Background: an optimization exercise with open tools, aiming at small area, a short achievable clock period and few clock cycles per item. Do not read the settings as production practice. Function was checked by simulation only, so behaviour that the tests miss may differ from the original. No driver is modelled on the clock port, so clocking that relies on it looks cheaper here than on a real chip. Power and IR drop assume default switching activity.

**design/flow/design.v**
```verilog
module traj_eval (
    input             clk,
    input             rst,
    input             in_valid,
    output            in_ready,
    input      [63:0] t,
    input      [63:0] s,
    input      [31:0] dur,
    input      [31:0] p0,
    input      [31:0] c1,
    input      [31:0] c2,
    input      [31:0] c3,
    output reg        out_valid,
    output     [31:0] p_cmd
);
    reg         ready_r;
    assign in_ready = ready_r;
    wire        accept = in_valid & ready_r;
    localparam [1:0] F_IDLE = 2'd0,
                     F_C1   = 2'd1,
                     F_DIV  = 2'd2,
                     F_DONE = 2'd3;
    reg  [1:0]  fst;
    reg  [3:0]  dcnt;
    reg  [31:0] dlo;
    reg  [7:0]  glo;
    reg  [7:0]  phi;
    reg  [6:0]  ghi;
    reg  [7:0]  z1p;
    reg         m0, m1;
    reg  [31:0] dur_r;
    wire [31:0] th = t[63:32];
    wire [31:0] sh = s[63:32];
    wire [31:0] z1b;
    genvar      gz;
    generate
        for (gz = 0; gz < 32; gz = gz + 1) begin : g_z1
            if (gz == 0) begin : g_b0
                assign z1b[gz] = th[0] ^ sh[0];
            end else begin : g_bi
                assign z1b[gz] = (th[gz] ~^ sh[gz]) ~^ (th[gz-1] | ~sh[gz-1]);
            end
        end
    endgenerate
    integer     ci;
    always @(posedge clk) begin
        for (ci = 0; ci < 8; ci = ci + 1) begin
            dlo[4*ci +: 4] <= t[4*ci +: 4] - s[4*ci +: 4];
            glo[ci]        <= t[4*ci +: 4] < s[4*ci +: 4];
            phi[ci]        <= th[4*ci +: 4] == sh[4*ci +: 4];
            z1p[ci]        <= &z1b[4*ci +: 4];
        end
        for (ci = 0; ci < 7; ci = ci + 1)
            ghi[ci] <= th[4*ci +: 4] < sh[4*ci +: 4];
        m0    <= th[31] ^ sh[31] ^ (th[30:28] <  sh[30:28]);
        m1    <= th[31] ^ sh[31] ^ (th[30:28] <= sh[30:28]);
        dur_r <= dur;
    end
    reg  [31:0] dlow;
    reg  [8:0]  bch;
    reg  [7:0]  bhi;
    integer     cj;
    always @(*) begin
        bch[0] = 1'b0;
        for (cj = 0; cj < 8; cj = cj + 1) begin
            dlow[4*cj +: 4] = dlo[4*cj +: 4] - {3'd0, bch[cj]};
            bch[cj+1]       = glo[cj] | ((dlo[4*cj +: 4] == 4'd0) & bch[cj]);
        end
        bhi[0] = bch[8];
        for (cj = 0; cj < 7; cj = cj + 1)
            bhi[cj+1] = ghi[cj] | (phi[cj] & bhi[cj]);
    end
    wire        early_c = bhi[7] ? m1 : m0;
    wire        hz_c    = bch[8] ? (&z1p) : (&phi);
    reg         early_r;    
    reg         hz_r;       
    reg  [32:0] r;          
    reg  [23:0] q;          
    reg  [33:0] d3;         
    wire [34:0] dd    = {3'b000, dur_r};
    wire [34:0] dd3   = {1'b0, d3};
    reg         n0x, n0y_n;
    wire        n0    = r[32];
    wire [34:0] r2    = {r[32], r, 1'b0};
    wire [34:0] r4    = {r, 2'b00};
    wire [34:0] sa    = r2 + (n0 ? dd  : ~dd)  + {34'd0, ~n0};        
    wire [34:0] sx    = r4 + (n0x ? dd  : ~dd3) + {34'd0, ~n0x};     
    wire [34:0] sy    = r4 + (~n0y_n ? dd3 : ~dd) + {34'd0, n0y_n};  
    wire        n1    = sa[34];
    wire [34:0] sb    = n1 ? sy : sx;
    wire [33:0] d3n = {1'b0, dur_r, 1'b0} + {2'b00, dur_r};
    reg         force0, force1;
    wire [23:0] u_fin  = force0 ? 24'd0 : force1 ? 24'hFFFFFF : q;
    wire [25:0] q3     = {2'b00, q} + {1'b0, q, 1'b0};
    wire [25:0] u3_fin = force0 ? 26'd0 : force1 ? 26'h2FFFFFD : q3;
    wire        f_last = (fst == F_DIV) && (dcnt == 4'd11);
    wire        f_done_soon = (fst == F_DONE) | f_last;
    always @(posedge clk) begin
        if (rst || !in_valid) begin
            fst <= F_IDLE;
        end else begin
            case (fst)
                F_IDLE: fst <= F_C1;
                F_C1:   fst <= F_DIV;
                F_DIV:  if (dcnt == 4'd11) fst <= F_DONE;
                F_DONE: if (accept) fst <= F_IDLE;
                default: fst <= F_IDLE;
            endcase
        end
    end
    always @(posedge clk) begin
        d3    <= d3n;
        n0x   <= (fst == F_DIV) & sb[34];
        n0y_n <= ~((fst == F_DIV) & sb[34]);
        case (fst)
            F_C1: begin
                r       <= {1'b0, dlow};
                early_r <= early_c;
                hz_r    <= hz_c;
                dcnt    <= 4'd0;
            end
            F_DIV: begin
                if (dcnt == 4'd0) begin
                    force0 <= (dur_r == 32'd0) | early_r;
                    force1 <= ~hz_r | (r[31:0] >= dur_r);
                end
                r    <= sb[32:0];
                q    <= {q[21:0], ~n1, ~sb[34]};
                dcnt <= dcnt + 4'd1;
            end
            default: ;
        endcase
    end
    reg         busy;
    reg  [3:0]  bcnt;           
    reg  [23:0] bu;             
    reg  [25:0] bu3;            
    reg  [7:0]  bun;            
    reg  [31:0] k2, k1, k0;     
    reg         ld;             
    always @(posedge clk) begin
        if (ld) begin
            bu  <= u_fin;
            bu3 <= u3_fin;
            bun <= 8'd0 - u_fin[7:0];
            k2  <= c2;
            k1  <= c1;
            k0  <= p0;
        end
    end
    wire        busy_next = rst ? 1'b0 :
                            accept ? 1'b1 :
                            (busy & (bcnt != 4'd14));
    wire [3:0]  bcnt_next = ld ? 4'd0 : (bcnt + 4'd1);
    wire        free_soon = ~busy | (bcnt == 4'd13) | (bcnt == 4'd14);
    wire        load_next = ~rst & ~ready_r & f_done_soon & free_soon;
    reg         c_clr;      
    reg         c_sx;       
    reg  [8:0]  c_k;        
    reg         c_n;        
    reg  [1:0]  c_step;
    reg         c_wide;     
    reg  [15:0] sl0, sl1, sl2, sl3, sl4;
    reg  [7:0]  sl5;
    reg         sgn;
    wire        sx_nx  = (bcnt_next == 4'd2) | (bcnt_next == 4'd3) | (bcnt_next == 4'd8);
    wire        sgn_nx = c_sx ? sgn : sl0[15];
    wire [15:0] sl0_nx = ld ? c3[15:0] : sl1;
    wire [15:0] d_nx   = sx_nx ? {16{sgn_nx}} : sl0_nx;
    reg  [7:0]  ps_a, ps_b, ps_c;    
    integer     cp;
    always @(posedge clk) begin
        for (cp = 0; cp < 8; cp = cp + 1) begin
            ps_a[cp] <= d_nx[2*cp] & ~d_nx[2*cp+1];
            ps_b[cp] <= ~d_nx[2*cp] & d_nx[2*cp+1];
            ps_c[cp] <= d_nx[2*cp] & d_nx[2*cp+1];
        end
    end
    always @(posedge clk) begin
        busy    <= busy_next;
        bcnt    <= bcnt_next;
        ready_r <= load_next & in_valid;
        ld      <= load_next;
        c_clr   <= (bcnt_next == 4'd0) | (bcnt_next == 4'd4) | (bcnt_next == 4'd9);
        c_sx    <= sx_nx;
        c_k[0]  <= (bcnt_next == 4'd1);
        c_k[1]  <= (bcnt_next == 4'd2);
        c_k[2]  <= (bcnt_next == 4'd3);
        c_k[3]  <= (bcnt_next == 4'd7);
        c_k[4]  <= (bcnt_next == 4'd8);
        c_k[5]  <= (bcnt_next == 4'd8);
        c_k[6]  <= (bcnt_next == 4'd13);
        c_k[7]  <= (bcnt_next == 4'd14);
        c_k[8]  <= (bcnt_next == 4'd14);
        c_n     <= ((bcnt_next == 4'd8) | (bcnt_next == 4'd14)) & d_nx[15];
        c_step  <= (bcnt_next <= 4'd3) ? 2'd1 : (bcnt_next <= 4'd8) ? 2'd2 : 2'd3;
        c_wide  <= (bcnt_next == 4'd8) | (bcnt_next == 4'd14);
    end
    wire [23:0] cdig = ({24{c_k[0]}} & {8'h00, k2[7:0], 8'h00}) |
                       ({24{c_k[1]}} & {8'h00, k2[23:8]}) |
                       ({24{c_k[2]}} & {8'h00, {8{k2[31]}}, k2[31:24]}) |
                       ({24{c_k[3]}} & {8'h00, k1[15:0]}) |
                       ({24{c_k[4]}} & {8'h00, k1[31:16]}) |
                       ({24{c_k[5]}} & {{8{k1[31]}}, 16'h0000}) |
                       ({24{c_k[6]}} & {8'h00, k0[7:0], 8'h00}) |
                       ({24{c_k[7]}} & {8'h00, k0[23:8]}) |
                       ({24{c_k[8]}} & {k0[31:24], 16'h0000});
    wire [23:0] cdig_n = ~cdig;
    wire [7:0]  nrow_n = ~({8{c_n}} & bun);
    reg  [24:0] acc_s_n, acc_c_n;
    wire [24:0] am_s_n = acc_s_n | {25{c_clr}};
    wire [24:0] am_c_n = acc_c_n | {25{c_clr}};
    wire [25:0] bu1 = {2'b00, bu};
    wire [25:0] bu2 = {1'b0, bu, 1'b0};
    wire [25:0] pp_n0 = ~(({26{ps_a[0]}} & bu1) | ({26{ps_b[0]}} & bu2) | ({26{ps_c[0]}} & bu3));
    wire [25:0] pp_n1 = ~(({26{ps_a[1]}} & bu1) | ({26{ps_b[1]}} & bu2) | ({26{ps_c[1]}} & bu3));
    wire [25:0] pp_n2 = ~(({26{ps_a[2]}} & bu1) | ({26{ps_b[2]}} & bu2) | ({26{ps_c[2]}} & bu3));
    wire [25:0] pp_n3 = ~(({26{ps_a[3]}} & bu1) | ({26{ps_b[3]}} & bu2) | ({26{ps_c[3]}} & bu3));
    wire [25:0] pp_n4 = ~(({26{ps_a[4]}} & bu1) | ({26{ps_b[4]}} & bu2) | ({26{ps_c[4]}} & bu3));
    wire [25:0] pp_n5 = ~(({26{ps_a[5]}} & bu1) | ({26{ps_b[5]}} & bu2) | ({26{ps_c[5]}} & bu3));
    wire [25:0] pp_n6 = ~(({26{ps_a[6]}} & bu1) | ({26{ps_b[6]}} & bu2) | ({26{ps_c[6]}} & bu3));
    wire [25:0] pp_n7 = ~(({26{ps_a[7]}} & bu1) | ({26{ps_b[7]}} & bu2) | ({26{ps_c[7]}} & bu3));
    wire [40:0] ts_n, tc_n;
    wire w1, w2;
    assign w1 = ~(am_s_n[12] ^ am_c_n[12]);
    assign w2 = am_s_n[12] | am_c_n[12];
    wire w3, w4;
    traj_fa u_w3 (.a(am_s_n[13]), .b(am_c_n[13]), .c(cdig_n[13]), .s(w3), .co(w4));
    wire w5, w6;
    traj_fa u_w5 (.a(am_s_n[14]), .b(am_c_n[14]), .c(cdig_n[14]), .s(w5), .co(w6));
    wire w7, w8;
    assign w7 = ~(pp_n0[14] ^ pp_n1[12]);
    assign w8 = pp_n0[14] | pp_n1[12];
    wire w9, w10;
    traj_fa u_w9 (.a(am_s_n[15]), .b(am_c_n[15]), .c(cdig_n[15]), .s(w9), .co(w10));
    wire w11, w12;
    traj_fa u_w11 (.a(pp_n0[15]), .b(pp_n1[13]), .c(pp_n2[11]), .s(w11), .co(w12));
    wire w13, w14;
    traj_fa u_w13 (.a(am_s_n[16]), .b(am_c_n[16]), .c(cdig_n[16]), .s(w13), .co(w14));
    wire w15, w16;
    traj_fa u_w15 (.a(nrow_n[0]), .b(pp_n0[16]), .c(pp_n1[14]), .s(w15), .co(w16));
    wire w17, w18;
    assign w17 = ~(pp_n2[12] ^ pp_n3[10]);
    assign w18 = pp_n2[12] | pp_n3[10];
    wire w19, w20;
    traj_fa u_w19 (.a(am_s_n[17]), .b(am_c_n[17]), .c(cdig_n[17]), .s(w19), .co(w20));
    wire w21, w22;
    traj_fa u_w21 (.a(nrow_n[1]), .b(pp_n0[17]), .c(pp_n1[15]), .s(w21), .co(w22));
    wire w23, w24;
    traj_fa u_w23 (.a(pp_n2[13]), .b(pp_n3[11]), .c(pp_n4[9]), .s(w23), .co(w24));
    wire w25, w26;
    traj_fa u_w25 (.a(am_s_n[18]), .b(am_c_n[18]), .c(cdig_n[18]), .s(w25), .co(w26));
    wire w27, w28;
    traj_fa u_w27 (.a(nrow_n[2]), .b(pp_n0[18]), .c(pp_n1[16]), .s(w27), .co(w28));
    wire w29, w30;
    traj_fa u_w29 (.a(pp_n2[14]), .b(pp_n3[12]), .c(pp_n4[10]), .s(w29), .co(w30));
    wire w31, w32;
    traj_fa u_w31 (.a(am_s_n[19]), .b(am_c_n[19]), .c(cdig_n[19]), .s(w31), .co(w32));
    wire w33, w34;
    traj_fa u_w33 (.a(nrow_n[3]), .b(pp_n0[19]), .c(pp_n1[17]), .s(w33), .co(w34));
    wire w35, w36;
    traj_fa u_w35 (.a(pp_n2[15]), .b(pp_n3[13]), .c(pp_n4[11]), .s(w35), .co(w36));
    wire w37, w38;
    traj_fa u_w37 (.a(am_s_n[20]), .b(am_c_n[20]), .c(cdig_n[20]), .s(w37), .co(w38));
    wire w39, w40;
    traj_fa u_w39 (.a(nrow_n[4]), .b(pp_n0[20]), .c(pp_n1[18]), .s(w39), .co(w40));
    wire w41, w42;
    traj_fa u_w41 (.a(pp_n2[16]), .b(pp_n3[14]), .c(pp_n4[12]), .s(w41), .co(w42));
    wire w43, w44;
    traj_fa u_w43 (.a(am_s_n[21]), .b(am_c_n[21]), .c(cdig_n[21]), .s(w43), .co(w44));
    wire w45, w46;
    traj_fa u_w45 (.a(nrow_n[5]), .b(pp_n0[21]), .c(pp_n1[19]), .s(w45), .co(w46));
    wire w47, w48;
    traj_fa u_w47 (.a(pp_n2[17]), .b(pp_n3[15]), .c(pp_n4[13]), .s(w47), .co(w48));
    wire w49, w50;
    traj_fa u_w49 (.a(am_s_n[22]), .b(am_c_n[22]), .c(cdig_n[22]), .s(w49), .co(w50));
    wire w51, w52;
    traj_fa u_w51 (.a(nrow_n[6]), .b(pp_n0[22]), .c(pp_n1[20]), .s(w51), .co(w52));
    wire w53, w54;
    traj_fa u_w53 (.a(pp_n2[18]), .b(pp_n3[16]), .c(pp_n4[14]), .s(w53), .co(w54));
    wire w55, w56;
    traj_fa u_w55 (.a(am_s_n[23]), .b(am_c_n[23]), .c(cdig_n[23]), .s(w55), .co(w56));
    wire w57, w58;
    traj_fa u_w57 (.a(nrow_n[7]), .b(pp_n0[23]), .c(pp_n1[21]), .s(w57), .co(w58));
    wire w59, w60;
    traj_fa u_w59 (.a(pp_n2[19]), .b(pp_n3[17]), .c(pp_n4[15]), .s(w59), .co(w60));
    wire w61, w62;
    traj_fa u_w61 (.a(am_s_n[24]), .b(am_c_n[24]), .c(pp_n0[24]), .s(w61), .co(w62));
    wire w63, w64;
    traj_fa u_w63 (.a(pp_n1[22]), .b(pp_n2[20]), .c(pp_n3[18]), .s(w63), .co(w64));
    wire w65, w66;
    assign w65 = ~(pp_n0[25] ^ pp_n1[23]);
    assign w66 = pp_n0[25] | pp_n1[23];
    wire w67, w68;
    assign w67 = ~(am_s_n[6] ^ am_c_n[6]);
    assign w68 = am_s_n[6] | am_c_n[6];
    wire w69, w70;
    traj_fa u_w69 (.a(am_s_n[7]), .b(am_c_n[7]), .c(cdig_n[7]), .s(w69), .co(w70));
    wire w71, w72;
    traj_fa u_w71 (.a(am_s_n[8]), .b(am_c_n[8]), .c(cdig_n[8]), .s(w71), .co(w72));
    wire w73, w74;
    assign w73 = ~(pp_n0[8] ^ pp_n1[6]);
    assign w74 = pp_n0[8] | pp_n1[6];
    wire w75, w76;
    traj_fa u_w75 (.a(am_s_n[9]), .b(am_c_n[9]), .c(cdig_n[9]), .s(w75), .co(w76));
    wire w77, w78;
    traj_fa u_w77 (.a(pp_n0[9]), .b(pp_n1[7]), .c(pp_n2[5]), .s(w77), .co(w78));
    wire w79, w80;
    traj_fa u_w79 (.a(am_s_n[10]), .b(am_c_n[10]), .c(cdig_n[10]), .s(w79), .co(w80));
    wire w81, w82;
    traj_fa u_w81 (.a(pp_n0[10]), .b(pp_n1[8]), .c(pp_n2[6]), .s(w81), .co(w82));
    wire w83, w84;
    assign w83 = ~(pp_n3[4] ^ pp_n4[2]);
    assign w84 = pp_n3[4] | pp_n4[2];
    wire w85, w86;
    traj_fa u_w85 (.a(am_s_n[11]), .b(am_c_n[11]), .c(cdig_n[11]), .s(w85), .co(w86));
    wire w87, w88;
    traj_fa u_w87 (.a(pp_n0[11]), .b(pp_n1[9]), .c(pp_n2[7]), .s(w87), .co(w88));
    wire w89, w90;
    traj_fa u_w89 (.a(pp_n3[5]), .b(pp_n4[3]), .c(pp_n5[1]), .s(w89), .co(w90));
    wire w91, w92;
    traj_fa u_w91 (.a(cdig_n[12]), .b(w1), .c(pp_n0[12]), .s(w91), .co(w92));
    wire w93, w94;
    traj_fa u_w93 (.a(pp_n1[10]), .b(pp_n2[8]), .c(pp_n3[6]), .s(w93), .co(w94));
    wire w95, w96;
    traj_fa u_w95 (.a(pp_n4[4]), .b(pp_n5[2]), .c(pp_n6[0]), .s(w95), .co(w96));
    wire w97, w98;
    traj_fa u_w97 (.a(w2), .b(pp_n0[13]), .c(pp_n1[11]), .s(w97), .co(w98));
    wire w99, w100;
    traj_fa u_w99 (.a(pp_n2[9]), .b(pp_n3[7]), .c(pp_n4[5]), .s(w99), .co(w100));
    wire w101, w102;
    traj_fa u_w101 (.a(pp_n5[3]), .b(pp_n6[1]), .c(w3), .s(w101), .co(w102));
    wire w103, w104;
    traj_fa u_w103 (.a(pp_n2[10]), .b(pp_n3[8]), .c(pp_n4[6]), .s(w103), .co(w104));
    wire w105, w106;
    traj_fa u_w105 (.a(pp_n5[4]), .b(pp_n6[2]), .c(pp_n7[0]), .s(w105), .co(w106));
    wire w107, w108;
    traj_fa u_w107 (.a(w4), .b(w5), .c(w7), .s(w107), .co(w108));
    wire w109, w110;
    traj_fa u_w109 (.a(pp_n3[9]), .b(pp_n4[7]), .c(pp_n5[5]), .s(w109), .co(w110));
    wire w111, w112;
    traj_fa u_w111 (.a(pp_n6[3]), .b(pp_n7[1]), .c(w6), .s(w111), .co(w112));
    wire w113, w114;
    traj_fa u_w113 (.a(w9), .b(w8), .c(w11), .s(w113), .co(w114));
    wire w115, w116;
    traj_fa u_w115 (.a(pp_n4[8]), .b(pp_n5[6]), .c(pp_n6[4]), .s(w115), .co(w116));
    wire w117, w118;
    traj_fa u_w117 (.a(pp_n7[2]), .b(w10), .c(w13), .s(w117), .co(w118));
    wire w119, w120;
    traj_fa u_w119 (.a(w17), .b(w12), .c(w15), .s(w119), .co(w120));
    wire w121, w122;
    traj_fa u_w121 (.a(pp_n5[7]), .b(pp_n6[5]), .c(pp_n7[3]), .s(w121), .co(w122));
    wire w123, w124;
    traj_fa u_w123 (.a(w14), .b(w19), .c(w18), .s(w123), .co(w124));
    wire w125, w126;
    traj_fa u_w125 (.a(w16), .b(w21), .c(w23), .s(w125), .co(w126));
    wire w127, w128;
    traj_fa u_w127 (.a(pp_n5[8]), .b(pp_n6[6]), .c(pp_n7[4]), .s(w127), .co(w128));
    wire w129, w130;
    traj_fa u_w129 (.a(w20), .b(w25), .c(w22), .s(w129), .co(w130));
    wire w131, w132;
    traj_fa u_w131 (.a(w24), .b(w27), .c(w29), .s(w131), .co(w132));
    wire w133, w134;
    traj_fa u_w133 (.a(pp_n5[9]), .b(pp_n6[7]), .c(pp_n7[5]), .s(w133), .co(w134));
    wire w135, w136;
    traj_fa u_w135 (.a(w26), .b(w31), .c(w28), .s(w135), .co(w136));
    wire w137, w138;
    traj_fa u_w137 (.a(w30), .b(w33), .c(w35), .s(w137), .co(w138));
    wire w139, w140;
    traj_fa u_w139 (.a(pp_n5[10]), .b(pp_n6[8]), .c(pp_n7[6]), .s(w139), .co(w140));
    wire w141, w142;
    traj_fa u_w141 (.a(w32), .b(w37), .c(w34), .s(w141), .co(w142));
    wire w143, w144;
    traj_fa u_w143 (.a(w36), .b(w39), .c(w41), .s(w143), .co(w144));
    wire w145, w146;
    traj_fa u_w145 (.a(pp_n5[11]), .b(pp_n6[9]), .c(pp_n7[7]), .s(w145), .co(w146));
    wire w147, w148;
    traj_fa u_w147 (.a(w38), .b(w43), .c(w40), .s(w147), .co(w148));
    wire w149, w150;
    traj_fa u_w149 (.a(w42), .b(w45), .c(w47), .s(w149), .co(w150));
    wire w151, w152;
    traj_fa u_w151 (.a(pp_n5[12]), .b(pp_n6[10]), .c(pp_n7[8]), .s(w151), .co(w152));
    wire w153, w154;
    traj_fa u_w153 (.a(w44), .b(w49), .c(w46), .s(w153), .co(w154));
    wire w155, w156;
    traj_fa u_w155 (.a(w48), .b(w51), .c(w53), .s(w155), .co(w156));
    wire w157, w158;
    traj_fa u_w157 (.a(pp_n5[13]), .b(pp_n6[11]), .c(pp_n7[9]), .s(w157), .co(w158));
    wire w159, w160;
    traj_fa u_w159 (.a(w50), .b(w55), .c(w52), .s(w159), .co(w160));
    wire w161, w162;
    traj_fa u_w161 (.a(w54), .b(w57), .c(w59), .s(w161), .co(w162));
    wire w163, w164;
    traj_fa u_w163 (.a(pp_n4[16]), .b(pp_n5[14]), .c(pp_n6[12]), .s(w163), .co(w164));
    wire w165, w166;
    traj_fa u_w165 (.a(pp_n7[10]), .b(w56), .c(w58), .s(w165), .co(w166));
    wire w167, w168;
    traj_fa u_w167 (.a(w60), .b(w61), .c(w63), .s(w167), .co(w168));
    wire w169, w170;
    traj_fa u_w169 (.a(pp_n2[21]), .b(pp_n3[19]), .c(pp_n4[17]), .s(w169), .co(w170));
    wire w171, w172;
    traj_fa u_w171 (.a(pp_n5[15]), .b(pp_n6[13]), .c(pp_n7[11]), .s(w171), .co(w172));
    wire w173, w174;
    traj_fa u_w173 (.a(w65), .b(w62), .c(w64), .s(w173), .co(w174));
    wire w175, w176;
    traj_fa u_w175 (.a(pp_n1[24]), .b(pp_n2[22]), .c(pp_n3[20]), .s(w175), .co(w176));
    wire w177, w178;
    traj_fa u_w177 (.a(pp_n4[18]), .b(pp_n5[16]), .c(pp_n6[14]), .s(w177), .co(w178));
    wire w179, w180;
    assign w179 = ~(pp_n7[12] ^ w66);
    assign w180 = pp_n7[12] | w66;
    wire w181, w182;
    traj_fa u_w181 (.a(pp_n1[25]), .b(pp_n2[23]), .c(pp_n3[21]), .s(w181), .co(w182));
    wire w183, w184;
    traj_fa u_w183 (.a(pp_n4[19]), .b(pp_n5[17]), .c(pp_n6[15]), .s(w183), .co(w184));
    wire w185, w186;
    traj_fa u_w185 (.a(pp_n2[24]), .b(pp_n3[22]), .c(pp_n4[20]), .s(w185), .co(w186));
    wire w187, w188;
    assign w187 = ~(pp_n2[25] ^ pp_n3[23]);
    assign w188 = pp_n2[25] | pp_n3[23];
    wire w189, w190;
    assign w189 = ~(am_s_n[2] ^ am_c_n[2]);
    assign w190 = am_s_n[2] | am_c_n[2];
    wire w191, w192;
    traj_fa u_w191 (.a(am_s_n[3]), .b(am_c_n[3]), .c(cdig_n[3]), .s(w191), .co(w192));
    wire w193, w194;
    traj_fa u_w193 (.a(am_s_n[4]), .b(am_c_n[4]), .c(cdig_n[4]), .s(w193), .co(w194));
    wire w195, w196;
    assign w195 = ~(pp_n0[4] ^ pp_n1[2]);
    assign w196 = pp_n0[4] | pp_n1[2];
    wire w197, w198;
    traj_fa u_w197 (.a(am_s_n[5]), .b(am_c_n[5]), .c(cdig_n[5]), .s(w197), .co(w198));
    wire w199, w200;
    traj_fa u_w199 (.a(pp_n0[5]), .b(pp_n1[3]), .c(pp_n2[1]), .s(w199), .co(w200));
    wire w201, w202;
    traj_fa u_w201 (.a(cdig_n[6]), .b(w67), .c(pp_n0[6]), .s(w201), .co(w202));
    wire w203, w204;
    traj_fa u_w203 (.a(pp_n1[4]), .b(pp_n2[2]), .c(pp_n3[0]), .s(w203), .co(w204));
    wire w205, w206;
    traj_fa u_w205 (.a(w68), .b(pp_n0[7]), .c(pp_n1[5]), .s(w205), .co(w206));
    wire w207, w208;
    traj_fa u_w207 (.a(pp_n2[3]), .b(pp_n3[1]), .c(w69), .s(w207), .co(w208));
    wire w209, w210;
    traj_fa u_w209 (.a(pp_n2[4]), .b(pp_n3[2]), .c(pp_n4[0]), .s(w209), .co(w210));
    wire w211, w212;
    traj_fa u_w211 (.a(w70), .b(w71), .c(w73), .s(w211), .co(w212));
    wire w213, w214;
    traj_fa u_w213 (.a(pp_n3[3]), .b(pp_n4[1]), .c(w72), .s(w213), .co(w214));
    wire w215, w216;
    traj_fa u_w215 (.a(w75), .b(w74), .c(w77), .s(w215), .co(w216));
    wire w217, w218;
    traj_fa u_w217 (.a(pp_n5[0]), .b(w76), .c(w79), .s(w217), .co(w218));
    wire w219, w220;
    traj_fa u_w219 (.a(w83), .b(w78), .c(w81), .s(w219), .co(w220));
    wire w221, w222;
    traj_fa u_w221 (.a(w80), .b(w85), .c(w84), .s(w221), .co(w222));
    wire w223, w224;
    traj_fa u_w223 (.a(w82), .b(w87), .c(w89), .s(w223), .co(w224));
    wire w225, w226;
    traj_fa u_w225 (.a(w86), .b(w88), .c(w90), .s(w225), .co(w226));
    wire w227, w228;
    traj_fa u_w227 (.a(w91), .b(w93), .c(w95), .s(w227), .co(w228));
    wire w229, w230;
    traj_fa u_w229 (.a(w92), .b(w94), .c(w96), .s(w229), .co(w230));
    wire w231, w232;
    traj_fa u_w231 (.a(w97), .b(w99), .c(w101), .s(w231), .co(w232));
    wire w233, w234;
    traj_fa u_w233 (.a(w98), .b(w100), .c(w103), .s(w233), .co(w234));
    wire w235, w236;
    traj_fa u_w235 (.a(w105), .b(w102), .c(w107), .s(w235), .co(w236));
    wire w237, w238;
    traj_fa u_w237 (.a(w104), .b(w106), .c(w109), .s(w237), .co(w238));
    wire w239, w240;
    traj_fa u_w239 (.a(w111), .b(w108), .c(w113), .s(w239), .co(w240));
    wire w241, w242;
    traj_fa u_w241 (.a(w110), .b(w115), .c(w112), .s(w241), .co(w242));
    wire w243, w244;
    traj_fa u_w243 (.a(w117), .b(w114), .c(w119), .s(w243), .co(w244));
    wire w245, w246;
    traj_fa u_w245 (.a(w116), .b(w121), .c(w118), .s(w245), .co(w246));
    wire w247, w248;
    traj_fa u_w247 (.a(w123), .b(w120), .c(w125), .s(w247), .co(w248));
    wire w249, w250;
    traj_fa u_w249 (.a(w122), .b(w127), .c(w124), .s(w249), .co(w250));
    wire w251, w252;
    traj_fa u_w251 (.a(w126), .b(w129), .c(w131), .s(w251), .co(w252));
    wire w253, w254;
    traj_fa u_w253 (.a(w128), .b(w133), .c(w130), .s(w253), .co(w254));
    wire w255, w256;
    traj_fa u_w255 (.a(w132), .b(w135), .c(w137), .s(w255), .co(w256));
    wire w257, w258;
    traj_fa u_w257 (.a(w134), .b(w139), .c(w136), .s(w257), .co(w258));
    wire w259, w260;
    traj_fa u_w259 (.a(w138), .b(w141), .c(w143), .s(w259), .co(w260));
    wire w261, w262;
    traj_fa u_w261 (.a(w140), .b(w145), .c(w142), .s(w261), .co(w262));
    wire w263, w264;
    traj_fa u_w263 (.a(w144), .b(w147), .c(w149), .s(w263), .co(w264));
    wire w265, w266;
    traj_fa u_w265 (.a(w146), .b(w151), .c(w148), .s(w265), .co(w266));
    wire w267, w268;
    traj_fa u_w267 (.a(w150), .b(w153), .c(w155), .s(w267), .co(w268));
    wire w269, w270;
    traj_fa u_w269 (.a(w152), .b(w157), .c(w154), .s(w269), .co(w270));
    wire w271, w272;
    traj_fa u_w271 (.a(w156), .b(w159), .c(w161), .s(w271), .co(w272));
    wire w273, w274;
    traj_fa u_w273 (.a(w158), .b(w163), .c(w160), .s(w273), .co(w274));
    wire w275, w276;
    traj_fa u_w275 (.a(w162), .b(w165), .c(w167), .s(w275), .co(w276));
    wire w277, w278;
    traj_fa u_w277 (.a(w164), .b(w169), .c(w171), .s(w277), .co(w278));
    wire w279, w280;
    traj_fa u_w279 (.a(w166), .b(w168), .c(w173), .s(w279), .co(w280));
    wire w281, w282;
    traj_fa u_w281 (.a(w170), .b(w172), .c(w175), .s(w281), .co(w282));
    wire w283, w284;
    traj_fa u_w283 (.a(w177), .b(w179), .c(w174), .s(w283), .co(w284));
    wire w285, w286;
    traj_fa u_w285 (.a(pp_n7[13]), .b(w176), .c(w178), .s(w285), .co(w286));
    wire w287, w288;
    traj_fa u_w287 (.a(w181), .b(w183), .c(w180), .s(w287), .co(w288));
    wire w289, w290;
    traj_fa u_w289 (.a(pp_n5[18]), .b(pp_n6[16]), .c(pp_n7[14]), .s(w289), .co(w290));
    wire w291, w292;
    traj_fa u_w291 (.a(w182), .b(w184), .c(w185), .s(w291), .co(w292));
    wire w293, w294;
    traj_fa u_w293 (.a(pp_n4[21]), .b(pp_n5[19]), .c(pp_n6[17]), .s(w293), .co(w294));
    wire w295, w296;
    traj_fa u_w295 (.a(pp_n7[15]), .b(w187), .c(w186), .s(w295), .co(w296));
    wire w297, w298;
    traj_fa u_w297 (.a(pp_n3[24]), .b(pp_n4[22]), .c(pp_n5[20]), .s(w297), .co(w298));
    wire w299, w300;
    traj_fa u_w299 (.a(pp_n6[18]), .b(pp_n7[16]), .c(w188), .s(w299), .co(w300));
    wire w301, w302;
    traj_fa u_w301 (.a(pp_n3[25]), .b(pp_n4[23]), .c(pp_n5[21]), .s(w301), .co(w302));
    wire w303, w304;
    assign w303 = ~(pp_n6[19] ^ pp_n7[17]);
    assign w304 = pp_n6[19] | pp_n7[17];
    wire w305, w306;
    traj_fa u_w305 (.a(pp_n4[24]), .b(pp_n5[22]), .c(pp_n6[20]), .s(w305), .co(w306));
    wire w307, w308;
    assign w307 = ~(pp_n4[25] ^ pp_n5[23]);
    assign w308 = pp_n4[25] | pp_n5[23];
    wire w309, w310;
    assign w309 = ~(am_s_n[0] ^ am_c_n[0]);
    assign w310 = am_s_n[0] | am_c_n[0];
    wire w311, w312;
    traj_fa u_w311 (.a(am_s_n[1]), .b(am_c_n[1]), .c(cdig_n[1]), .s(w311), .co(w312));
    wire w313, w314;
    traj_fa u_w313 (.a(cdig_n[2]), .b(w189), .c(pp_n0[2]), .s(w313), .co(w314));
    wire w315, w316;
    traj_fa u_w315 (.a(w190), .b(pp_n0[3]), .c(pp_n1[1]), .s(w315), .co(w316));
    wire w317, w318;
    traj_fa u_w317 (.a(pp_n2[0]), .b(w192), .c(w193), .s(w317), .co(w318));
    wire w319, w320;
    traj_fa u_w319 (.a(w194), .b(w197), .c(w196), .s(w319), .co(w320));
    wire w321, w322;
    traj_fa u_w321 (.a(w198), .b(w200), .c(w201), .s(w321), .co(w322));
    wire w323, w324;
    traj_fa u_w323 (.a(w202), .b(w204), .c(w205), .s(w323), .co(w324));
    wire w325, w326;
    traj_fa u_w325 (.a(w206), .b(w209), .c(w208), .s(w325), .co(w326));
    wire w327, w328;
    traj_fa u_w327 (.a(w210), .b(w213), .c(w212), .s(w327), .co(w328));
    wire w329, w330;
    traj_fa u_w329 (.a(w214), .b(w217), .c(w216), .s(w329), .co(w330));
    wire w331, w332;
    traj_fa u_w331 (.a(w218), .b(w221), .c(w220), .s(w331), .co(w332));
    wire w333, w334;
    traj_fa u_w333 (.a(w222), .b(w224), .c(w225), .s(w333), .co(w334));
    wire w335, w336;
    traj_fa u_w335 (.a(w226), .b(w228), .c(w229), .s(w335), .co(w336));
    wire w337, w338;
    traj_fa u_w337 (.a(w230), .b(w233), .c(w232), .s(w337), .co(w338));
    wire w339, w340;
    traj_fa u_w339 (.a(w234), .b(w237), .c(w236), .s(w339), .co(w340));
    wire w341, w342;
    traj_fa u_w341 (.a(w238), .b(w241), .c(w240), .s(w341), .co(w342));
    wire w343, w344;
    traj_fa u_w343 (.a(w242), .b(w245), .c(w244), .s(w343), .co(w344));
    wire w345, w346;
    traj_fa u_w345 (.a(w246), .b(w249), .c(w248), .s(w345), .co(w346));
    wire w347, w348;
    traj_fa u_w347 (.a(w250), .b(w252), .c(w253), .s(w347), .co(w348));
    wire w349, w350;
    traj_fa u_w349 (.a(w254), .b(w256), .c(w257), .s(w349), .co(w350));
    wire w351, w352;
    traj_fa u_w351 (.a(w258), .b(w260), .c(w261), .s(w351), .co(w352));
    wire w353, w354;
    traj_fa u_w353 (.a(w262), .b(w264), .c(w265), .s(w353), .co(w354));
    wire w355, w356;
    traj_fa u_w355 (.a(w266), .b(w268), .c(w269), .s(w355), .co(w356));
    wire w357, w358;
    traj_fa u_w357 (.a(w270), .b(w272), .c(w273), .s(w357), .co(w358));
    wire w359, w360;
    traj_fa u_w359 (.a(w277), .b(w274), .c(w276), .s(w359), .co(w360));
    wire w361, w362;
    traj_fa u_w361 (.a(w278), .b(w281), .c(w280), .s(w361), .co(w362));
    wire w363, w364;
    traj_fa u_w363 (.a(w282), .b(w285), .c(w287), .s(w363), .co(w364));
    wire w365, w366;
    traj_fa u_w365 (.a(w289), .b(w286), .c(w291), .s(w365), .co(w366));
    wire w367, w368;
    traj_fa u_w367 (.a(w290), .b(w293), .c(w292), .s(w367), .co(w368));
    wire w369, w370;
    traj_fa u_w369 (.a(w294), .b(w297), .c(w299), .s(w369), .co(w370));
    wire w371, w372;
    traj_fa u_w371 (.a(w303), .b(w298), .c(w301), .s(w371), .co(w372));
    wire w373, w374;
    traj_fa u_w373 (.a(pp_n7[18]), .b(w304), .c(w302), .s(w373), .co(w374));
    wire w375, w376;
    traj_fa u_w375 (.a(pp_n6[21]), .b(pp_n7[19]), .c(w307), .s(w375), .co(w376));
    wire w377, w378;
    traj_fa u_w377 (.a(pp_n5[24]), .b(pp_n6[22]), .c(pp_n7[20]), .s(w377), .co(w378));
    wire w379, w380;
    assign w379 = ~(pp_n5[25] ^ pp_n6[23]);
    assign w380 = pp_n5[25] | pp_n6[23];
    wire w381, w382;
    assign w381 = ~(cdig_n[0] ^ w309);
    assign w382 = cdig_n[0] | w309;
    wire w383, w384;
    traj_fa u_w383 (.a(w310), .b(pp_n0[1]), .c(w311), .s(w383), .co(w384));
    wire w385, w386;
    traj_fa u_w385 (.a(pp_n1[0]), .b(w312), .c(w313), .s(w385), .co(w386));
    wire w387, w388;
    traj_fa u_w387 (.a(w191), .b(w314), .c(w315), .s(w387), .co(w388));
    wire w389, w390;
    traj_fa u_w389 (.a(w195), .b(w316), .c(w317), .s(w389), .co(w390));
    wire w391, w392;
    traj_fa u_w391 (.a(w199), .b(w318), .c(w319), .s(w391), .co(w392));
    wire w393, w394;
    traj_fa u_w393 (.a(w203), .b(w320), .c(w321), .s(w393), .co(w394));
    wire w395, w396;
    traj_fa u_w395 (.a(w207), .b(w322), .c(w323), .s(w395), .co(w396));
    wire w397, w398;
    traj_fa u_w397 (.a(w211), .b(w324), .c(w325), .s(w397), .co(w398));
    wire w399, w400;
    traj_fa u_w399 (.a(w215), .b(w326), .c(w327), .s(w399), .co(w400));
    wire w401, w402;
    traj_fa u_w401 (.a(w219), .b(w328), .c(w329), .s(w401), .co(w402));
    wire w403, w404;
    traj_fa u_w403 (.a(w223), .b(w330), .c(w331), .s(w403), .co(w404));
    wire w405, w406;
    traj_fa u_w405 (.a(w227), .b(w332), .c(w333), .s(w405), .co(w406));
    wire w407, w408;
    traj_fa u_w407 (.a(w231), .b(w334), .c(w335), .s(w407), .co(w408));
    wire w409, w410;
    traj_fa u_w409 (.a(w235), .b(w336), .c(w337), .s(w409), .co(w410));
    wire w411, w412;
    traj_fa u_w411 (.a(w239), .b(w338), .c(w339), .s(w411), .co(w412));
    wire w413, w414;
    traj_fa u_w413 (.a(w243), .b(w340), .c(w341), .s(w413), .co(w414));
    wire w415, w416;
    traj_fa u_w415 (.a(w247), .b(w342), .c(w343), .s(w415), .co(w416));
    wire w417, w418;
    traj_fa u_w417 (.a(w251), .b(w344), .c(w345), .s(w417), .co(w418));
    wire w419, w420;
    traj_fa u_w419 (.a(w255), .b(w346), .c(w347), .s(w419), .co(w420));
    wire w421, w422;
    traj_fa u_w421 (.a(w259), .b(w348), .c(w349), .s(w421), .co(w422));
    wire w423, w424;
    traj_fa u_w423 (.a(w263), .b(w350), .c(w351), .s(w423), .co(w424));
    wire w425, w426;
    traj_fa u_w425 (.a(w267), .b(w352), .c(w353), .s(w425), .co(w426));
    wire w427, w428;
    traj_fa u_w427 (.a(w271), .b(w354), .c(w355), .s(w427), .co(w428));
    wire w429, w430;
    traj_fa u_w429 (.a(w275), .b(w356), .c(w357), .s(w429), .co(w430));
    wire w431, w432;
    traj_fa u_w431 (.a(w279), .b(w358), .c(w359), .s(w431), .co(w432));
    wire w433, w434;
    traj_fa u_w433 (.a(w283), .b(w360), .c(w361), .s(w433), .co(w434));
    wire w435, w436;
    traj_fa u_w435 (.a(w284), .b(w363), .c(w362), .s(w435), .co(w436));
    wire w437, w438;
    traj_fa u_w437 (.a(w288), .b(w365), .c(w364), .s(w437), .co(w438));
    wire w439, w440;
    traj_fa u_w439 (.a(w295), .b(w366), .c(w367), .s(w439), .co(w440));
    wire w441, w442;
    traj_fa u_w441 (.a(w296), .b(w369), .c(w368), .s(w441), .co(w442));
    wire w443, w444;
    traj_fa u_w443 (.a(w300), .b(w371), .c(w370), .s(w443), .co(w444));
    wire w445, w446;
    traj_fa u_w445 (.a(w305), .b(w372), .c(w373), .s(w445), .co(w446));
    wire w447, w448;
    traj_fa u_w447 (.a(w306), .b(w375), .c(w374), .s(w447), .co(w448));
    wire w449, w450;
    traj_fa u_w449 (.a(w308), .b(w377), .c(w376), .s(w449), .co(w450));
    wire w451, w452;
    traj_fa u_w451 (.a(pp_n7[21]), .b(w379), .c(w378), .s(w451), .co(w452));
    wire w453, w454;
    traj_fa u_w453 (.a(pp_n6[24]), .b(pp_n7[22]), .c(w380), .s(w453), .co(w454));
    wire w455, w456;
    assign w455 = ~(pp_n6[25] ^ pp_n7[23]);
    assign w456 = pp_n6[25] | pp_n7[23];
    assign ts_n[0] = w381;
    assign tc_n[0] = pp_n0[0];
    assign ts_n[1] = w382;
    assign tc_n[1] = w383;
    assign ts_n[2] = w384;
    assign tc_n[2] = w385;
    assign ts_n[3] = w386;
    assign tc_n[3] = w387;
    assign ts_n[4] = w388;
    assign tc_n[4] = w389;
    assign ts_n[5] = w390;
    assign tc_n[5] = w391;
    assign ts_n[6] = w392;
    assign tc_n[6] = w393;
    assign ts_n[7] = w394;
    assign tc_n[7] = w395;
    assign ts_n[8] = w396;
    assign tc_n[8] = w397;
    assign ts_n[9] = w398;
    assign tc_n[9] = w399;
    assign ts_n[10] = w400;
    assign tc_n[10] = w401;
    assign ts_n[11] = w402;
    assign tc_n[11] = w403;
    assign ts_n[12] = w404;
    assign tc_n[12] = w405;
    assign ts_n[13] = w406;
    assign tc_n[13] = w407;
    assign ts_n[14] = w408;
    assign tc_n[14] = w409;
    assign ts_n[15] = w410;
    assign tc_n[15] = w411;
    assign ts_n[16] = w412;
    assign tc_n[16] = w413;
    assign ts_n[17] = w414;
    assign tc_n[17] = w415;
    assign ts_n[18] = w416;
    assign tc_n[18] = w417;
    assign ts_n[19] = w418;
    assign tc_n[19] = w419;
    assign ts_n[20] = w420;
    assign tc_n[20] = w421;
    assign ts_n[21] = w422;
    assign tc_n[21] = w423;
    assign ts_n[22] = w424;
    assign tc_n[22] = w425;
    assign ts_n[23] = w426;
    assign tc_n[23] = w427;
    assign ts_n[24] = w428;
    assign tc_n[24] = w429;
    assign ts_n[25] = w430;
    assign tc_n[25] = w431;
    assign ts_n[26] = w432;
    assign tc_n[26] = w433;
    assign ts_n[27] = w434;
    assign tc_n[27] = w435;
    assign ts_n[28] = w436;
    assign tc_n[28] = w437;
    assign ts_n[29] = w438;
    assign tc_n[29] = w439;
    assign ts_n[30] = w440;
    assign tc_n[30] = w441;
    assign ts_n[31] = w442;
    assign tc_n[31] = w443;
    assign ts_n[32] = w444;
    assign tc_n[32] = w445;
    assign ts_n[33] = w446;
    assign tc_n[33] = w447;
    assign ts_n[34] = w448;
    assign tc_n[34] = w449;
    assign ts_n[35] = w450;
    assign tc_n[35] = w451;
    assign ts_n[36] = w452;
    assign tc_n[36] = w453;
    assign ts_n[37] = w454;
    assign tc_n[37] = w455;
    assign ts_n[38] = w456;
    assign tc_n[38] = pp_n7[24];
    assign ts_n[39] = pp_n7[25];
    assign tc_n[39] = 1'b1;
    assign ts_n[40] = 1'b1;
    assign tc_n[40] = 1'b1;
    reg  [15:0] lo_s_n, lo_c_n;
    reg         cy;
    reg         w_first, w_last, w_valid, w_wide;
    reg  [1:0]  w_step;
    wire [24:0] dsum_n = {1'b0, acc_s_n[7:0] | {8{~w_wide}}, lo_s_n} +
                         {1'b0, acc_c_n[7:0] | {8{~w_wide}}, lo_c_n} +
                         {24'd0, ~(cy & ~w_first)};
    wire [23:0] dig    = ~dsum_n[23:0];
    always @(posedge clk) begin
        acc_s_n <= ts_n[40:16];
        acc_c_n <= tc_n[40:16];
        lo_s_n  <= ts_n[15:0];
        lo_c_n  <= tc_n[15:0];
        w_first <= c_clr;
        w_step  <= c_step;
        w_wide  <= c_wide;
        sgn     <= sgn_nx;
        cy      <= ~dsum_n[16];
        sl0     <= sl0_nx;
        sl1     <= ld ? c3[31:16] : sl2;
        sl2     <= (w_step == 2'd1) ? dig[15:0] : sl3;
        sl3     <= (w_step == 2'd2) ? dig[15:0] : sl4;
        sl4     <= (w_step == 2'd3) ? dig[15:0] :
                   w_wide ? {{8{dig[23]}}, dig[23:16]} : {{8{sl5[7]}}, sl5};
        sl5     <= dig[23:16];
    end
    always @(posedge clk) begin
        if (rst) begin
            w_valid   <= 1'b0;
            w_last    <= 1'b0;
            out_valid <= 1'b0;
        end else begin
            w_valid   <= busy;
            w_last    <= busy & (bcnt == 4'd14);
            out_valid <= w_valid & w_last;
        end
    end
    assign p_cmd = {sl5, sl4, sl3[15:8]};
endmodule
module traj_fa (
    input  a,
    input  b,
    input  c,
    output s,
    output co
);
    assign s  = a ^ b ^ c;
    assign co = (a & b) | (a & c) | (b & c);
endmodule
```
**design/flow/flow/run.sh**
```bash
#!/bin/bash
# The standard layout (standard.sh), run unchanged apart from settings
# passed through the environment:
#  - SETUP_SLACK_MARGIN: repair_timing treats every path with less than
#    this many ns of slack as one to improve, so the flow works towards a
#    shorter period than the 14 ns clock without changing the constraints;
#  - BUFFER_PORTS_ARGS: every input and output port still gets its own
#    buffer, a plain buf_1 instead of the delay cell buffer_ports picks;
#  - CTS_ARGS: ORFS's clock_tree_synthesis arguments, with larger sink
#    clusters and without dummy loads (fewer clock buffers).
# Each tool's output stays in ORFS's own log files under orfs/logs.
export SETUP_SLACK_MARGIN=10.15
export BUFFER_PORTS_ARGS="-buffer_cell sky130_fd_sc_hd__buf_1"
export CTS_ARGS="-sink_clustering_enable -repair_clock_nets -dont_use_dummy_load -sink_clustering_size 24"
bash standard.sh > standard.log 2>&1
```
**design/flow/standard.sh**
```bash
#!/bin/bash
# synth_recipe.tcl (not shown) runs the flow's synth.tcl, then flattens the netlist and writes it again
# the make line also repeats each setting of config.mk as NAME=value (left out here)
make -C /OpenROAD-flow-scripts/flow DESIGN_CONFIG=/design/flow/config.mk WORK_HOME=/design/flow/orfs CLKGATE_MAP_FILE= SYNTH_SCRIPT=/design/flow/synth_recipe.tcl "${@:-finish}"
```
**design/flow/config.mk**
```make
export PLATFORM = sky130hd
export DESIGN_NAME = traj_eval
export DESIGN_NICKNAME = traj_eval
export VERILOG_FILES = /design/flow/design.v
export SDC_FILE = /design/flow/constraint.sdc
export NUM_CORES = 4
export LEC_CHECK = 0
export CAP_MARGIN = 20
export CORE_MARGIN = 2
export CORE_UTILIZATION = 50
export PLACE_DENSITY = 0.55
export SLEW_MARGIN = 20
export SYNTH_HIERARCHICAL = 1
```
**design/flow/constraint.sdc**
```tcl
create_clock -name core_clock -period 14.0 [get_ports {clk}]
set_input_delay 2.8000 -clock core_clock [delete_from_list [all_inputs] [get_ports {clk}]]
set_output_delay 2.8000 -clock core_clock [all_outputs]
set_load 0.01 [all_outputs]
```
==> metrics.md, run 1 <==
| Metric | Value |
|---|---|
| Post-Syn Area | around 0.037 mm^2 |
| Worst VDD drop | 182 uV |
| P&R area growth vs syn | 11.8% |
| Final Max Tran Viols | 0 |
| Top_reg_cell synth | dfxtp_1 |
| 1st-iter DRT viols | around 3,700 |
| Worst hold path class | flop to flop |
| Synth Register Bits | 557 |
| Placed cell count | 4,730 |
| DP Worst Slack | 9.18 ns |
| IO Pins | roughly 330 |
| Post-DRT Antenna Nets | 0 |
| Non-Filler Instances | 4,823 |
| Buffers & Inverters on Critical Path | 1 |
| Initial antenna violation count | 6 |
| Final Wtd Congestion | 0.937 |
| Power Total | 9.89 mW |
| Most common cell after layout, fill and taps aside | ha_1 |
| # nets final | 4,728 |
| Worst Path Required | 11.20 ns |
| Register Area | 0.0134 mm^2 |
| Critical-path top delay cell | dfxtp_4 |
| Fraction of layout cells with a size suffix above 1 | 0.0927 |
| Synth cell types | 90 |
| Final period util | 0.279 |
| Via-to-Cell Ratio | just over 6 |
| Crit path cell chain | buf_6 |
| Critical path capture point type | primary output |
| Sequential share of the synthesized area | 0.358 |
| Crit path time final | 3.90 ns |
| Leakage Power | 16.6 nW |
| DP HPWL | 87,300 um |
| Setup TNS | 0 ns |
| RSZ-0062 raised after global routing | yes |
| CTS Hold Bufs | 0 |
| Clock Sinks | 557 |
| Post-synth top area share | 0.182 |
| Setup-failing EPs final | 0 |
| DR vias | 29,590 |
| Worst path arrival time | 1.10 ns |
| Total wire length | about 120,000 um |
| TritonCTS buffer count | 66 |
| Worst Tran Pin Value | 1.03 ns |
| Largest net degree at the start of global routing | 85 |
| Fillers | 6,481 |
| Reg-to-reg endpoint | acc_c_n[3] |
| Total gr overflow | 0 |
| Global-route usage over all layers | 0.298 |
| Crit-path max cell delay | 0.36 ns |
| Drt wl/cell | 24.3 um |
| CP startpoint kind | flop |
| Die height | around 280 um |
| Number of global-route vias before repair | 30,052 |
| # port buffers | roughly 320 |
| WHS Path Cells | 0 |
| Max Freq | about 0.26 GHz |
| Synth area leader | dfxtp_1 |
| P per Cell Area | between 200 and 250 mW/mm^2 |
| Area of the core | ~0.074 mm^2 |
| R2R cell count | 6 |
| Max Cap Violations | 0 |
| Final hold viol count | 0 |
| Area of the multi-input gates | 0.0222 mm^2 |
| Slew HR | 0.314 |
| Crit. path cell count | 1 |
| EDFF count, synth | 218 |
| Synth top area cells | dfxtp_1 (18%), edfxtp_1 (18%), ha_1 (12%) |
| Worst hold endpoint | w_wide |
| Rows | 100 |
| Worst skew pair latency | 0.60 ns |
| CTS tree | built |
| Final worst-path setup slack | 10.10 ns |
| Syn Inst Count | 3,591 |
| Mean Syn Cell Area | just over 10 um^2 |
| Async SR Flop Fraction | 0 |
| Hold Crit Start | c_wide |
| Flop2flop setup slack | 10.17 ns |
| Worst clock skew | 0.0737 ns |
| Die width | between 200 and 300 um |
| FF-to-FF Start | bu[8] |
| Top delay family on crit path | flip-flops |
| Die Area | about 0.077 mm^2 |
| Yosys synthesis warning count | 7 |
| Global-route wire length before repair | 176,000 um |
| Crit-path max FO | 3 |
| Starting Density | 0.503 |
| # DRC | 0 |
| Most frequent cells in the layout | ha_1 (357), inv_1 (301), dfxtp_1 (292) |
| Crit Path Class | flop to primary output |
| Outcome | no timing/DRC/antenna violations |
| Clock transition at path regs | 0.06 ns |
| Hold slack | 0.324 ns |
| Drt pass-1 iters | 15 |
cell families after synthesis:
group	Yosys count	share of synthesized area
compound gates	924	0.179
simple gates	719	0.0936
fa+ha+maj	583	0.241
flops	557	0.358
buf+inv	498	0.0520
xor+xnor	227	0.0534
mux	82	0.0235
other cells	1	0.000101
modules after synthesis (local to each module, per instance):
| module | flops+latches | times used | cells inside |
|---|---|---|---|
| traj_eval | 557 | 1 | 3380 |
| traj_fa | 0 | 211 | 1 |
metrics by stage:
stage	utilization	instance area, um^2
6_report	0.562	41600
5_1_grt	0.562	41600
4_1_cts	0.558	41300
3_5_place_dp	0.529	39200
3_3_place_gp	0.529	39200
2_1_floorplan	-	37300
what timing repair did:
item / CTS / global route
gates resized for setup: 133 / 40
gates cloned: 0 / 1
pin swaps: 0 / 9
endpoints found under the setup margin: 93 / 70
buffers inserted: 6 / 18
hold endpoints to repair: 0 / 0
synthesized netlist by cell type (6+ instances only):
cell type  instances
ha_1             360
dfxtp_1          339
inv_1            301
nor2_1           236
fa_1             223
a21oi_1          222
edfxtp_1         218
a222oi_1         192
nand2_1          173
xnor2_1          171
clkbuf_1         150
o21ai_0          145
a21o_1            99
xor2_1            56
or2_2             47
nand2b_1          43
mux2_2            41
mux2i_1           40
a22oi_1           38
buf_1             32
nand3_1           30
nor3_1            30
a31oi_1           27
nand4_1           25
nor2b_1           25
o21a_1            25
a221oi_1          23
o21bai_1          22
and3_1            20
and2_1            19
nor4_1            19
or3_1             15
o211ai_1          14
a211oi_1          12
and4_1            11
a2111oi_0         10
a31o_2             9
buf_4              9
o31ai_1            8
a21boi_0           7
a32oi_1            7
o32a_1             7
a311oi_1           6
nor3b_1            6
state kept, by name, indices dropped and copies added, names as in the netlist, 16 cells and up:
name and cells:
acc_c_n 23, acc_s_n 24, bu 24, bu3 26
d3 34, dlo 32, dur_r 32, k0 32
k1 32, k2 32, lo_c_n 16, lo_s_n 16
q 24, r 33, sl1 16, sl2 16
sl3 16, sl4 16
how the worst max path moves through the flow:
stage / from / slack, ns / endpoint
finish: sl5[0] / 10.10 / p_cmd[24]
global route: r[32] / 10.05 / r[29]
CTS: sl5[0] / 10.06 / p_cmd[24]
detailed placement: r[32] / 9.18 / r[28]
global placement: r[32] / 9.17 / n0y_n
floorplan: t[61] / 10.18 / m1
area by class of cell:
| type | count | share of cell area |
|---|---|---|
| repair buffers | 388 | 0.0489 |
| clock buffers | 66 | 0.0397 |
| diodes | 2 | 0.000120 |
| inverters | 303 | 0.0273 |
| flip-flops and latches | 557 | 0.322 |
| multi-input cells | 2538 | 0.533 |
| well taps | 969 | 0.0291 |
layer usage:
layer / vias to the layer above / global-route usage / part of all wire
met2: 1296 / 0.512 / 0.49
met1: 14487 / 0.371 / 0.39
met4: 6 / 0.121 / 0.044
met3: 262 / 0.0518 / 0.070
li1: 13539 / - / -
met5: - / 0 / 0.00032
power by group:
part / internal (mW) / total, mW / switching (mW)
clock network: 0.825 / 1.45 / 0.630
registers: 2.18 / 2.46 / 0.274
logic: 2.59 / 5.98 / 3.39
total: 5.59 / 9.89 / 4.30
Testbench counts, summed over its fixed seeds: cycles 48,136, items 3,200.
==> inputs of run 2 (changes only) <==
==> design/flow/flow/run.sh (replaced) <==
#!/bin/bash
# The standard layout (standard.sh), run unchanged apart from settings
# passed through the environment:
#  - SETUP_SLACK_MARGIN: repair_timing treats every path with less than
#    this many ns of slack as one to improve, so the flow works towards a
#    shorter period than the 14 ns clock without changing the constraints;
#  - BUFFER_PORTS_ARGS: every input and output port still gets its own
#    buffer, a plain buf_2 instead of the delay cell buffer_ports picks;
#  - CTS_ARGS: ORFS's clock_tree_synthesis arguments, with larger sink
#    clusters and without dummy loads (fewer clock buffers).
# Each tool's output stays in ORFS's own log files under orfs/logs.
export SETUP_SLACK_MARGIN=10.1
export BUFFER_PORTS_ARGS="-buffer_cell sky130_fd_sc_hd__buf_2"
export CTS_ARGS="-sink_clustering_enable -repair_clock_nets -dont_use_dummy_load -sink_clustering_size 24"
bash standard.sh > standard.log 2>&1
--- a/design/flow/config.mk
+++ b/design/flow/config.mk
@@ -7,7 +7,7 @@
 export LEC_CHECK = 0
 export CAP_MARGIN = 20
 export CORE_MARGIN = 2
-export CORE_UTILIZATION = 50
-export PLACE_DENSITY = 0.55
+export CORE_UTILIZATION = 40
+export PLACE_DENSITY = 0.5
 export SLEW_MARGIN = 20
 export SYNTH_HIERARCHICAL = 1
==> run 2 against run 1 <==
Worst hold slack barely moved. Flip-flop and latch count did not move. Power fell by 2.0%. Via count fell by 3.6%. Global-route usage fell by 6.0 points. Maximum frequency rose by 0.24%. Synthesized area did not move. Combinational power fell by 4.3%. Critical path depth did not move. Non-clock buffer count fell by 4. Register-to-register slack improved by 0.03 ns.
==> metrics.md, run 2 <==
| Metric | Value |
|---|---|
| FF-to-FF Start | bu[18] |
| Post-DRT Antenna Nets | 0 (unchanged) |
| Final worst-path setup slack | 10.11 ns (+0.00940 ns) |
| Drt pass-1 iters | 14 (-1) |
| DP Worst Slack | 8.70 ns (-0.485 ns) |
| Buffers & Inverters on Critical Path | 1 (unchanged) |
| Reg-to-reg endpoint | acc_s_n[7] |
| Yosys synthesis warning count | 7 (unchanged) |
| Worst VDD drop | 176 uV (-3.5%) |
| Via-to-Cell Ratio | 5.60 (-8.8%) |
| R2R cell count | 6 (unchanged) |
| Top delay family on crit path | flip-flops |
| Clock Sinks | 557 (unchanged) |
| P per Cell Area | 229 mW/mm^2 (-3.7%) |
| Max Cap Violations | 0 (unchanged) |
| Power share of the sequential group | 0.254 (+0.006) |
| TritonCTS buffer count | 69 (+4.5%) |
| Worst hold endpoint | w_wide |
| Die Area | 0.0956 mm^2 (+25%) |
| Post-Place Cell Area | 0.0399 mm^2 (+1.9%) |
| Setup-failing EPs final | 0 (unchanged) |
| Number of global-route vias before repair | 28,731 (-4.4%) |
| Max reg flops | 34 (unchanged) |
| Final Wtd Congestion | 0.871 (-7.0%) |
| Comb pwr share | 0.590 (-0.015) |
| 1st-iter DRT viols | 3,208 (-14%) |
| Sw Pwr | 4.13 mW (-3.9%) |
| Crit path cell chain | buf_6 |
| Global-route wire length before repair | 174,000 um (-1.5%) |
| EDFF count, synth | 218 (unchanged) |
| Worst path arrival time | 1.09 ns (about the same) |
| RSZ-0062 raised after global routing | yes |
| Die width | 309 um (+12%) |
| Synth top cells by count | ha_1 (360), dfxtp_1 (339), inv_1 (301) |
| Crit-path max FO | 2 (-1) |
| Total wire length | 115,000 um (-1.9%) |
| Clock power share | 0.156 (+0.009) |
| CP startpoint kind | flop |
| Drt wl/cell | 22.5 um (-7.1%) |
| Flop2flop setup slack | 10.20 ns (+0.03 ns) |
| DP HPWL | 85,500 um (-2.1%) |
| Leakage Power | 17.5 nW (+5.0%) |
| Clock transition at path regs | 0.06 ns (about the same) |
| Worst Tran Pin Value | 1.11 ns (+0.0824 ns) |
| # DRC | 0 (unchanged) |
| Crit Path Class | flop to primary output |
| Final period util | 0.278 (-0.000671) |
| # port buffers | 324 (unchanged) |
| Largest net degree at the start of global routing | 91 (+7.1%) |
| Switching fraction of total power | 0.426 (-0.00822) |
| Post-Syn Area | 0.0373 mm^2 (unchanged) |
| P&R area growth vs syn | 13.7% |
| DR vias | 28,518 (-3.6%) |
| Async SR Flop Fraction | 0 (unchanged) |
| Sequential share of the synthesized area | 0.358 (unchanged) |
| Critical path capture point type | primary output |
| Synth top area cells | dfxtp_1 (18%), edfxtp_1 (18%), ha_1 (12%) |
| IO Pins | 325 (unchanged) |
| Crit-path max cell delay | 0.35 ns (about the same) |
| Global-route usage over all layers | 0.238 (-0.0595) |
| CTS tree | built |
| Worst hold path class | flop to flop |
| Fraction of layout cells with a size suffix above 1 | 0.166 (+0.0738) |
| Synth Register Bits | 557 (unchanged) |
| CTS Hold Bufs | 0 (unchanged) |
| # nets final | 4,727 (-0.021%) |
| Mean Syn Cell Area | 10.4 um^2 (unchanged) |
| Final Cell Area | 0.0424 mm^2 (+1.7%) |
| Internal power | 5.56 mW (-0.62%) |
| Most frequent cells in the layout | ha_1 (358), inv_1 (300), dfxtp_1 (294) |
| Worst Path Required | 11.20 ns (about the same) |
| Final hold viol count | 0 (unchanged) |
| Top reg by flops | d3 |
| Total gr overflow | 0 (unchanged) |
| Outcome | no timing/DRC/antenna violations |
| Post-synth top area share | 0.182 (unchanged) |
| Die height | 309 um (+12%) |
| Synth area leader | dfxtp_1 |
| Starting Density | 0.405 (-0.0978) |
| Slew HR | 0.260 (-0.0540) |
| Critical-path top delay cell | dfxtp_2 |
| Area of the core | 0.0919 mm^2 (+24%) |
| WHS Path Cells | 0 (unchanged) |
| Setup TNS | 0 ns (unchanged) |
| Final Max Tran Viols | 0 (unchanged) |
| Max Freq | 0.257 GHz (+0.24%) |
| Top-count cell post-synth | ha_1 |
| Crit path time final | 3.89 ns (-0.00940 ns) |
| Hold Crit Start | c_wide |
| Initial antenna violation count | 4 (-2) |
| Worst clock skew | 0.0605 ns (-0.0132 ns) |
| Synth cell types | 90 (unchanged) |
| Worst skew pair latency | 0.63 ns (+0.03 ns) |
| Rows | 111 (+11%) |
| Regs by FF count | d3 x34, r x33 |
| # diodes | 0 (-2) |
| Top_reg_cell synth | dfxtp_1 |
| Most common cell after layout, fill and taps aside | ha_1 |
| Syn Inst Count | 3,591 (unchanged) |
[run 2: layer usage]
layer / vias up / wire (um) / GRT usage
li1: 13521 / - / -
met1: 13811 / 47200 / 0.299
met2: 970 / 56300 / 0.411
met3: 208 / 7090 / 0.0409
met4: 8 / 4120 / 0.0853
met5: - / 46 / 0
[run 2: layout make-up]
cell class | instances | area (um^2)
Clock buffer | 69 | 1730
Fill cell | 8918 | 49600
Inverter | 303 | 1140
Multi-Input combinational cell | 2538 | 22100
Sequential cell | 557 | 13400
Tap cell | 1243 | 1560
Timing Repair Buffer | 384 | 2400
[run 2: worst max-delay path by stage]
stage,startpoint,to,depth (start not counted)
detailed placement,r[32],r[24],15
finish,sl4[6],p_cmd[14],1
CTS,sl5[0],p_cmd[24],1
global placement,r[32],r[24],15
global route,sl5[0],p_cmd[24],1
floorplan,t[61],m1,7
[run 2: power by group through the flow]
stage | Clock, mW | Sequential [mW] | Combinational (mW)
after floorplan | 0 | 2.34 | 3.86
after global placement | 0 | 2.48 | 5.57
after detailed placement | 0 | 2.47 | 5.63
after CTS | 1.56 | 2.46 | 5.75
after global routing | 1.61 | 2.50 | 6.40
final | 1.51 | 2.46 | 5.72
[run 2: cells by family after synthesis]
kind of cell               count (synthesis)  synth area share
AOI/OAI and AO/OA                        924             0.179
xor gates and xnor gates                 227            0.0534
adders and majority gates                583             0.241
buffers and inverters                    498            0.0520
DFF                                      557             0.358
muxes                                     82            0.0235
other                                      1          0.000101
and+or+nand+nor                          719            0.0936
[run 2: per-module statistics from Yosys, one instance, submodules excluded]
module / cell area (um^2) / times used
traj_eval: 33000 / 1
traj_fa: 20.0 / 211
[run 2: timing repair]
action                                  in CTS  in global routing
endpoints found under the setup margin      95                 70
pin swaps                                    1                  4
gates resized for setup                    115                 24
cloned                                       1                  0
buffers inserted                             9                 10
[run 2: metrics by stage]
step,utilization,power [mW],hold WS (ns),std cells
floorplan,-,6.20,0.310,3593
global placement,0.435,8.04,0.311,5005
detailed placement,0.435,8.10,0.312,5005
CTS,0.459,9.76,0.324,5084
global route,0.461,10.5,0.332,5094
finish,0.461,9.69,0.325,5094

-- what the ideal ports hide --
Ports are ideal in the flow. The routed layouts listed here were re-timed in OpenROAD. Step 1: set_driving_cell puts a clkbuf_16 on clk and a buf_2 on each other input, an assumption about the parent block. Step 2, shift: input delay + t, output delay - t, t = (earliest + latest rising clock arrival at the registers) / 2. This alone moves slack from input paths to output paths. Slacks: ideal / step 1 / step 2; pairs: ideal / step 1.
| run | t, ns | setup slack, ns | worst setup path at the end | latest minus earliest clock arrival (ns) | worst slew at a driven data input, ns |
|---|---|---|---|---|---|
| run 1 | 0.641 | 10.098 / 10.031 / 9.916 | input to register | 0.093 / 0.093 | 0.13 |
| run 2 | 0.666 | 10.107 / 10.039 / 9.908 | input to register | 0.074 / 0.075 | 0.12 |
After both steps setup and hold are still met in every run listed. For run 2, which loses most, drivers alone change the setup slack by -0.068 ns; drivers and shift together by -0.199 ns.
